This is an optimization exercise on Yosys and OpenROAD, whose aim is small area, a short achievable clock period and few clock cycles per item, not a production implementation.
No functional check of the RTL was part of any run shown here.
Power figures rest on the tool's default switching activity, not on a simulated workload.

## flow/design.v (module list and top-level ports; edited modules follow where they fit)
// module fpu_round: 49 lines
// module fpu_unpack: 23 lines
// module fma_core: 118 lines
// module mul24_cs: 1691 lines
// module add_cmp: 32 lines
// module lzc78: 38 lines
// module tzc78: 37 lines
// module tangram_fma: 85 lines
module tangram_fma (
    input  wire        clk,
    input  wire        rst,         
    input  wire        in_valid,
    output reg         in_ready,
    input  wire [31:0] in_a,
    input  wire [31:0] in_b,
    input  wire [31:0] in_c,
    input  wire [1:0]  in_frm,      
    input  wire        in_ftz,
    output reg         out_valid,
    input  wire        out_ready,
    output reg  [31:0] out_result,
    output reg  [3:0]  out_flags    
);
  // ...
==> flow/flow/run.sh <==
#!/bin/bash
# The standard layout, with plain buffers (not delay cells) on the ports.
bash standard.sh "BUFFER_PORTS_ARGS=-buffer_cell sky130_fd_sc_hd__buf_2" finish > standard_flow.log 2>&1
==> flow/standard.sh <==
#!/bin/bash
# synth_recipe.tcl (not shown) runs the flow's synth.tcl, then flattens the netlist and writes it again
# the make line also repeats each setting of config.mk as NAME=value (left out here)
make -C /OpenROAD-flow-scripts/flow DESIGN_CONFIG=/design/flow/config.mk WORK_HOME=/design/flow/orfs CLKGATE_MAP_FILE= SYNTH_SCRIPT=/design/flow/synth_recipe.tcl "${@:-finish}"
==> flow/config.mk <==
export PLATFORM = sky130hd
export DESIGN_NAME = tangram_fma
export DESIGN_NICKNAME = tangram_fma
export VERILOG_FILES = /design/flow/design.v
export SDC_FILE = /design/flow/constraint.sdc
export NUM_CORES = 4
export LEC_CHECK = 0
export CAP_MARGIN = 20
export CORE_MARGIN = 2
export CORE_UTILIZATION = 40
export SLEW_MARGIN = 20
==> flow/constraint.sdc <==
create_clock -name core_clock -period 33.0 [get_ports {clk}]
set_input_delay 6.6000 -clock core_clock [delete_from_list [all_inputs] [get_ports {clk}]]
set_output_delay 6.6000 -clock core_clock [all_outputs]
set_load 0.01 [all_outputs]
==> reports/results.ini, run 1 <==
[outcome]
status = complete, no violations

[floorplanning]
die_w_um = 357.3

[layout]
reg.largest.list = q (180), u_fma.m2 (78), u_fma.xs1 (78)
nonClkBufAreaFrac_pct = 2.650
nNetsFinal = 6045

[synth]
syn_nets = 6042
synthAdderAreaFrac_pct = 25.35
synth_mux_area_share_pct = 6.058
synth-compound-area-share_pct = 11.35
ys_seq_area_share_pct = 29.28
synth-simple-area-share_pct = 16.79
yosysWarningCount = 10

[worst_hold_path]
min_path_type = flip-flop to flip-flop
whs_endpoint = u_fma.ssg3

[critical_path]
crit_required_ps = 33620
crit_family = compound AO/OA/AOI/OAI gates
crit_buf_inv = 1

[sta]
setup_viol = 0
period_share_pct = 26.16
grt_setup_unrepaired = no

[placed_design]
dp_hpwl_um = 121800
pre_cts_ws_ps = 24550

[global_routing]
gr-usage-met3_pct = 4.102
grt_max_degree = 121
grt_usage_pct = 26.23

[power_and_ir_drop]
ir_worst_vdd_uv = 62.61
seq_power_share_pct = 25.0

[flow_run]
cap_violations = 0

==> inputs of run 2 (changes only) <==
==> flow/flow/run.sh (replaced) <==
#!/bin/bash
# The standard layout, with plain buffers (not delay cells) on the ports and
# timing repair aiming 25.5 ns above the clock's slack.
bash standard.sh "BUFFER_PORTS_ARGS=-buffer_cell sky130_fd_sc_hd__buf_2" SETUP_SLACK_MARGIN=25.5 finish > standard_flow.log 2>&1
==> reports/results.ini, run 2 <==
[outcome]
status = complete, no violations

[synth]
syn_area_um2 = 49920
synth_top_area_share_pct = 21.82
syn_avg_cell_area_um2 = 9.501
synth_top_cell_by_area = fa_1
synth-async-reset-ratio_pct = 0
synth.distinct_cells = 107
synthTopCellsByCount = 666 x inv_1, 544 x fa_1, 454 x and3_1, 414 x nand2_1, 406 x dfxtp_1
synthFlopType = dfxtp_1
synth_seq_cells = 622
synth_area_leaders = fa_1 22%, dfxtp_1 16%, edfxtp_1 13%
synthCells = 5254
syn_nets = 6042  ; unchanged
ys_seq_area_share_pct = 29.28  ; unchanged
yosysWarningCount = 10  ; unchanged
synth_edf_count = 216
post-synth-top-count-cell = inv_1

[clock_network]
ctsHoldBuffers = 0
cts_buffers = 72
clockRootBuffer = clkbuf_16
clk_latency_ps = 700
cts_sinks = 622
clk_pin_slew_ps = 60
cts.path.max_buffers = 3
h-tree-depth = 3
cts_tree = built

[global_routing]
grt_usage_pct = 25.96  ; -0.28 points
grt_remaining_overflow = 0
grt_pass1_vias = 40504
grt_max_degree = 204  ; +69%
antenna_found_initial = 3
grt_pass1_wl_um = 252700

[flow_run]
cap_violations = 0  ; unchanged

[critical_path]
crit_path_cell_trace = buf_6
critical_path.endpoint_type = primary output
cp_max_fo = 1
crit_family = flip-flops
crit_buf_inv = 1  ; unchanged
crit_arrival_ps = 1220
critical_path_class = flip-flop to primary output
cp_slowest_cell = edfxtp_1
crit_required_ps = 26400  ; -7220 ps
startpoint_type = flip-flop
slowest_delay_ps = 400

[drt]
vias = 40163
vias_per_cell = 5.752
drc = 0
drtIter0Drc = 3522
wire_per_inst_um = 23.98
drt-total-wl_um = 167400
drtAntennaViolNets = 0
drt_pass1_iterations = 28

[sta]
finalClockSkew_ps = 44.24
drv_slew = 0
max_slew.worst_pin.slew_ps = 1109
period_share_pct = 23.69  ; -2.5 points
period_minus_slack_ps = 7819
setup_viol = 0  ; unchanged
hold_violations = 0
slew_headroom_pct = 26.04
fmax_mhz = 127.9
grt_setup_unrepaired = yes
tns_ps = 0

[layout]
reg.largest.list = q (180), u_fma.m2 (78), u_fma.xs1 (78)
area_growth_pct = 11.73
regMostFlops = q
drive_gt1_share_pct = 11.45
nFillCells = 11871
nNetsFinal = 6071  ; +0.43%
utilization_pct = 45.05
layout_common_cells = 665 x inv_1, 543 x fa_1, 450 x and3_1, 405 x nand2_1, 397 x dfxtp_1
mostFrequentLayoutCell = inv_1
largest_reg_flops = 180

[floorplanning]
core_area_um2 = 123800
rows = 129
die_y_um = 357.3
initial_core_util_pct = 40.32
die_w_um = 357.3  ; unchanged
ios = 141
die_area_um2 = 127600

[power_and_ir_drop]
pwr-share-clk_pct = 15.0
comb_power_share_pct = 60.7
seq_power_share_pct = 24.3  ; -0.7 points
powerDensity_nw_per_um2 = 96.92
swShare_pct = 48.82
p_int_uw = 2766
leakage_uw = 0.02418
power.switching_uw = 2639
ir_worst_vdd_uv = 60.83  ; -2.8%

[placed_design]
io_buffers = 140
gp_congestion = 0.9868
dp_hpwl_um = 120200  ; -1.3%

[worst_hold_path]
min_path_type = flip-flop to flip-flop

run 2: cell types whose count changed in the layout (fill, tap and decap cells not counted), sizes merged:
cell    before  now
buf        236  259
bufinv      10    2
clkbuf      86   96
clkinv      28   29
inv        677  678
run 2: cells by family after synthesis:
group | Yosys count | share of synthesized area (%)
AO/OA/AOI/OAI | 884 | 11.35
XOR/XNOR | 204 | 3.594
adder cells (fa/ha/maj) | 685 | 25.35
buffers and inverters | 979 | 7.575
flip-flops | 622 | 29.28
multiplexers | 249 | 6.058
AND/OR/NAND/NOR | 1631 | 16.79
run 2: timing repair:
| action | CTS | global route |
|---|---|---|
| gates resized for setup | 48 | 91 |
| cloned | 0 | 3 |
| buffers inserted | 6 | 14 |
| pin swaps | 3 | 10 |
| endpoints found under the setup margin | 139 | 147 |
run 2: per-layer routing:
metal  track usage (%)  routed length [um]  up-vias
met5                 0                   0        -
li1                  -                   -    18036
met4             12.16                8202        0
met3             4.189               11800      442
met1             33.25               68300    19919
met2             42.93               79130     1766
run 2: worst paths after layout:
check	end	slack [ps]	depth (start not counted)	start
worst max register to register	u_fma.xs1[30]	25650	19	a_r[25]
worst min register to register	u_fma.l2[0]	320	0	u_fma.l1[0]
worst max-delay path	out_result[10]	25180	1	out_result[10]
worst min-delay path	u_fma.l2[0]	320	0	u_fma.l1[0]
run 2: per-stage QoR:
step	instances	worst slack, ps	total power (uW)	cell area, um^2	hold slack [ps]
6_report	6982	25180	5406	55770	318.5
5_1_grt	6981	25130	5822	55770	323.8
4_1_cts	6959	25130	5330	55040	316.0
3_5_place_dp	6819	24660	4479	52320	312.1
3_3_place_gp	6819	24740	4410	52320	313.2
2_1_floorplan	5254	25010	3361	50000	309.6
run 2: power by group through the flow:
stage | sequential (uW) | combinational, uW | clock, uW
3_3_place_gp | 1320 | 3090 | 0
5_1_grt | 1330 | 3630 | 862
4_1_cts | 1300 | 3190 | 834
2_1_floorplan | 1220 | 2140 | 0
3_5_place_dp | 1320 | 3160 | 0
6_report | 1320 | 3280 | 811
run 2: area by class of cell:
| class | count | area [um^2] | area share (%) |
|---|---|---|---|
| sequential | 622 | 14630 | 26.22 |
| inverter | 671 | 2522 | 4.523 |
| clock inverter | 42 | 498.0 | 0.8929 |
| tap | 1637 | 2048 | 3.673 |
| clock buffer | 92 | 1948 | 3.493 |
| multi-input combinational | 3653 | 32250 | 57.83 |
| timing repair buffer | 263 | 1869 | 3.352 |
| antenna | 2 | 5.005 | 0.008974 |

-- what the ideal ports hide --
The results above use ideal ports. As a check the final layouts listed here were re-extracted and re-timed, cells and wires unchanged.
Step 1, drivers: a clkbuf_16 drives clk and a buf_2 each remaining input, both assumed.
Step 2 times the ports against the registers' clock, not the clock port: input delays grow and output delays shrink by t, the midpoint of the rising clock arrivals with the driver on.
a / b / c = ideal ports / drivers / drivers and shift; a / b = the first two.
| run | t, ns | setup slack, ns | worst hold slack (ns) | latest minus earliest clock arrival (ns) |
|---|---|---|---|---|
| run 1 | 0.751 | 24.366 / 24.366 / 24.366 | 0.319 / 0.319 / 0.319 | 0.044 / 0.044 |
| run 2 | 0.762 | 25.181 / 25.099 / 24.833 | 0.319 / 0.319 / 0.319 | 0.047 / 0.047 |
After both steps setup and hold are still met in every run listed. The setup slack of run 2, which loses most, moves by -0.082 ns with the drivers and by -0.348 ns with both steps.
